Background: an optimization exercise with open tools, aiming at small area, a short achievable clock period and few clock cycles. Do not read the settings as production practice. In this exercise RTL edits were held to simulation tests only and were not proved equivalent to the original.

## run A
Design dgs_sha256, start of the top module:
module dgs_sha256 (
    input  wire         clk,
    input  wire         rst,         
    input  wire         start,
    input  wire         load_state,
    input  wire         partial,
    input  wire [255:0] state_in,    
    input  wire [63:0]  count_in,    
    output wire         idle,
    input  wire         in_valid,
    output wire         in_ready,
    input  wire [31:0]  in_data,     
    input  wire         in_last,
    input  wire [2:0]   in_nbytes,   
    output reg          done,
    output wire         err,
    output wire [255:0] digest,
    output wire [63:0]  count_out
);
    localparam [255:0] IV = {32'h6a09e667, 32'hbb67ae85, 32'h3c6ef372, 32'ha54ff53a,
                             32'h510e527f, 32'h9b05688c, 32'h1f83d9ab, 32'h5be0cd19};
    function [31:0] rotr(input [31:0] x, input integer n);
        rotr = (x >> n) | (x << (32 - n));
    endfunction
    function [31:0] bk_add(input [31:0] x, input [31:0] y);
        reg [31:0] p, g, p0;
        integer i, j;
        begin
            p = x ^ y;
            g = x & y;
            p0 = p;
            for (i = 1; i <= 5; i = i + 1)
                for (j = 2**i - 1; j < 32; j = j + 2**i) begin
                    g[j] = g[j] | (p[j] & g[j - 2**(i-1)]);
                    p[j] = p[j] & p[j - 2**(i-1)];
                end
            for (i = 5; i > 0; i = i - 1)
  ...
For scale: ~6000 cells after synthesis, about 1200 flip-flops, roughly 69000 µm² of cells after synthesis.
clock: 10.0 ns
lec_check: 0
cap_margin: 20
core_margin: 2
core_utilization: 40
slew_margin: 20
standard.sh (not shown) runs the stock make flow with config.mk's settings and CLKGATE_MAP_FILE= SYNTH_SCRIPT=/design/flow/synth_recipe.tcl, a recipe that flattens the netlist after the stock synthesis.
==> flow/flow/run.sh <==
#!/bin/bash
# The standard layout, with the port buffers made of the smallest buffer cell
# and timing repair aiming 6 ns below the clock period.
set -euo pipefail
export BUFFER_PORTS_ARGS="-buffer_cell sky130_fd_sc_hd__buf_1"
export SETUP_SLACK_MARGIN=6
bash standard.sh > standard.log 2>&1
Testbench counts of run A, summed over its fixed seeds: cycles 31,040.
For run B, these inputs were changed with respect to run A:
- an added SETUP_SLACK_MARGIN of 4.5
-- flow/flow/run.sh --
<<< run A, line 3
# and timing repair aiming 6 ns below the clock period.
>>> run B, line 3
# and a clock tree of smaller buffers without dummy loads.
<<< run A, line 6
export SETUP_SLACK_MARGIN=6
>>> run B, line 6
export CTS_ARGS="-sink_clustering_enable -repair_clock_nets -dont_use_dummy_load -buf_list sky130_fd_sc_hd__clkbuf_4"
==> comparison <==
Having completed the whole flow, run B delivered a layout that passed the timing, DRC and antenna checks. Maximum buffer depth of the clock tree ends up lower on run A. A startpoint of the worst setup timing path of e[27]$_DFFE_PP_ is what run A shows, while e[20]$_DFFE_PP_ belongs to run B. [run B vs run A] remaining max-slew budget at the tightest pin: higher in run B. Summary of run B over run A: count of cell instances traversed by the critical path dropped 5, setup slack dropped 0.35 ns, post-layout utilization of the core dropped 4.8 points.
Edits applied to the flow inputs when going from run B to run C:
- changing SETUP_SLACK_MARGIN from 4.5 to 5
==> flow/run.sh (new file) <==
#!/bin/bash
# synth_recipe.tcl (not shown) runs the flow's synth.tcl, then flattens the netlist and writes it again
# the make line also repeats each setting of config.mk as NAME=value (left out here)
make -C /OpenROAD-flow-scripts/flow DESIGN_CONFIG=/design/flow/config.mk WORK_HOME=/design/flow/orfs CLKGATE_MAP_FILE= SYNTH_SCRIPT=/design/flow/synth_recipe.tcl finish
removed: flow/flow/run.sh
removed: flow/standard.sh
[summary]
Diff run C..run B | post-synthesis area per instance | unchanged. Compared run C against run B; setup TNS after final layout within noise. Summary of the comparison: data arrival time at the worst-slack endpoint is lower in run C, relative to run B. For design area, dividing the value from run C by the value from run B gives 1.11. In run C the total number of nets in the final design turned out 112 lower than in run B. Between run C and run B, the final cell count does not differ in any meaningful way. Relative to run B, number of buffers added by the clock tree synthesis step has decreased by 60% in run C.
[inputs] run D vs run C
- swapping 40 for 60 in CORE_UTILIZATION
==> flow/flow/run.sh (new file) <==
#!/bin/bash
# The standard layout, with the port buffers made of the smallest buffer cell
# and a clock tree of smaller buffers without dummy loads.
set -euo pipefail
export BUFFER_PORTS_ARGS="-buffer_cell sky130_fd_sc_hd__buf_1"
export CTS_ARGS="-sink_clustering_enable -repair_clock_nets -dont_use_dummy_load -buf_list sky130_fd_sc_hd__clkbuf_4"
bash standard.sh > standard.log 2>&1
==> flow/standard.sh (new file) <==
#!/bin/bash
# synth_recipe.tcl (not shown) runs the flow's synth.tcl, then flattens the netlist and writes it again
# the make line also repeats each setting of config.mk as NAME=value (left out here)
make -C /OpenROAD-flow-scripts/flow DESIGN_CONFIG=/design/flow/config.mk WORK_HOME=/design/flow/orfs CLKGATE_MAP_FILE= SYNTH_SCRIPT=/design/flow/synth_recipe.tcl "${@:-finish}"
removed: flow/run.sh
Results
- Run comparison: run C last element of the critical path a[24]$_DFFE_PP_; run D last element of the critical path a[31]$_DFFE_PP_
- Share of layout cells above drive strength 1 ends up higher on run D.
- Run D vs run C — number of gates on the worst path with buffers counted dropped 4.
- Run D: all stages complete, timing, DRC and antenna checks passed
- Comparing run D and run C, the lower CTS buffer count is on run C.
- Higher clock-cell share of area among run D and run C: run C
- Between run D and run C, the cell count is lower for run D.
- Run D: global-route usage is 11 points higher than what run C reported.
- Area growth from synthesis to final layout: run D and run C compared, lower one is run D
Here is what was changed in the inputs of run E compared with run D.
- CORE_UTILIZATION: 60 -> 40
-- flow/flow/run.sh --
<<< run D, line 6
export CTS_ARGS="-sink_clustering_enable -repair_clock_nets -dont_use_dummy_load -buf_list sky130_fd_sc_hd__clkbuf_4"
>>> run E, line 6
export CTS_ARGS="-sink_clustering_enable -repair_clock_nets -dont_use_dummy_load -buf_list sky130_fd_sc_hd__clkbuf_8 -sink_clustering_size 12 -sink_clustering_max_diameter 40"
- Timing, DRC, antenna: 0 failures across run D and run E
- Run E vs run D — number of inserted filler cells in the final layout climbed by more than half
- Run E vs run D: number of buffers other than clock buffers in the final layout up by a few percent
- Run E ends up with a non-clock buffering overhead in the final layout that is 0.29 points higher than in run D.
- Comparing the two runs side by side, run E comes out behind run D on worst hold slack.
Changes in run F relative to run E:
- swapping 40 for 50 in CORE_UTILIZATION
-- flow/flow/run.sh --
<<< run E, line 6
export CTS_ARGS="-sink_clustering_enable -repair_clock_nets -dont_use_dummy_load -buf_list sky130_fd_sc_hd__clkbuf_8 -sink_clustering_size 12 -sink_clustering_max_diameter 40"
>>> run F, line 6
export CTS_ARGS="-sink_clustering_enable -repair_clock_nets -dont_use_dummy_load -buf_list sky130_fd_sc_hd__clkbuf_4"
Results
Portion of the clock cycle consumed by the worst path in the final layout in run F vs run E: down 0.91 points. The capture point of the critical path comes out a[29]$_DFFE_PP_ in one run and e[27]$_DFFE_PP_ in the other, namely in run F and run E respectively. Run F: wire length of the first global-routing pass about 4.5% below run E. Die area: run F vs run E down 35000 µm². Changes observed in run F relative to run E: number of non-clock buffers in the layout down 30; count of buffers added by post-CTS timing repair for setup dropped 14; count of TritonRoute iterations in the first routing pass has decreased.

-- separate check: timing with driven ports --
The flow's constraints put no driver on any port. The routed layouts listed below were extracted and timed again, unchanged, in two steps. Step 1: set_driving_cell puts a clkbuf_16 on clk and a buf_2 on each other input, an assumption about the parent block. Step 2, shift: input delay + t, output delay - t, t = (earliest + latest rising clock arrival at the registers) / 2. This alone moves slack from input paths to output paths. Three values: ideal ports, drivers, drivers and shift; two values: the first two.
| run | t, ns | setup WS [ns] | hold slack, ns | latest minus earliest clock arrival (ns) | pins driven straight from the clock port |
|---|---|---|---|---|---|
| run A | 0.864 | 5.011 / 5.011 / 5.011 | 0.404 / 0.404 / 0.404 | 0.044 / 0.044 | 1 |
| run B | 1.387 | 4.663 / 4.663 / 4.270 | 0.310 / 0.310 / 0.310 | 0.213 / 0.212 | 1 |
| run C | 0.875 | 4.934 / 4.934 / 4.253 | 0.403 / 0.403 / 0.403 | 0.055 / 0.055 | 1 |
| run D | 1.369 | 4.796 / 4.796 / 3.917 | 0.276 / 0.276 / 0.276 | 0.180 / 0.181 | 1 |
| run E | 1.016 | 4.924 / 4.924 / 4.331 | 0.270 / 0.270 / 0.270 | 0.158 / 0.157 | 1 |
| run F | 1.319 | 5.015 / 5.015 / 4.239 | 0.364 / 0.364 / 0.364 | 0.169 / 0.169 | 1 |
After both steps setup and hold are still met in every run listed. The setup slack of run D, which loses most, moves by 0.000 ns with the drivers and by -0.879 ns with both steps.
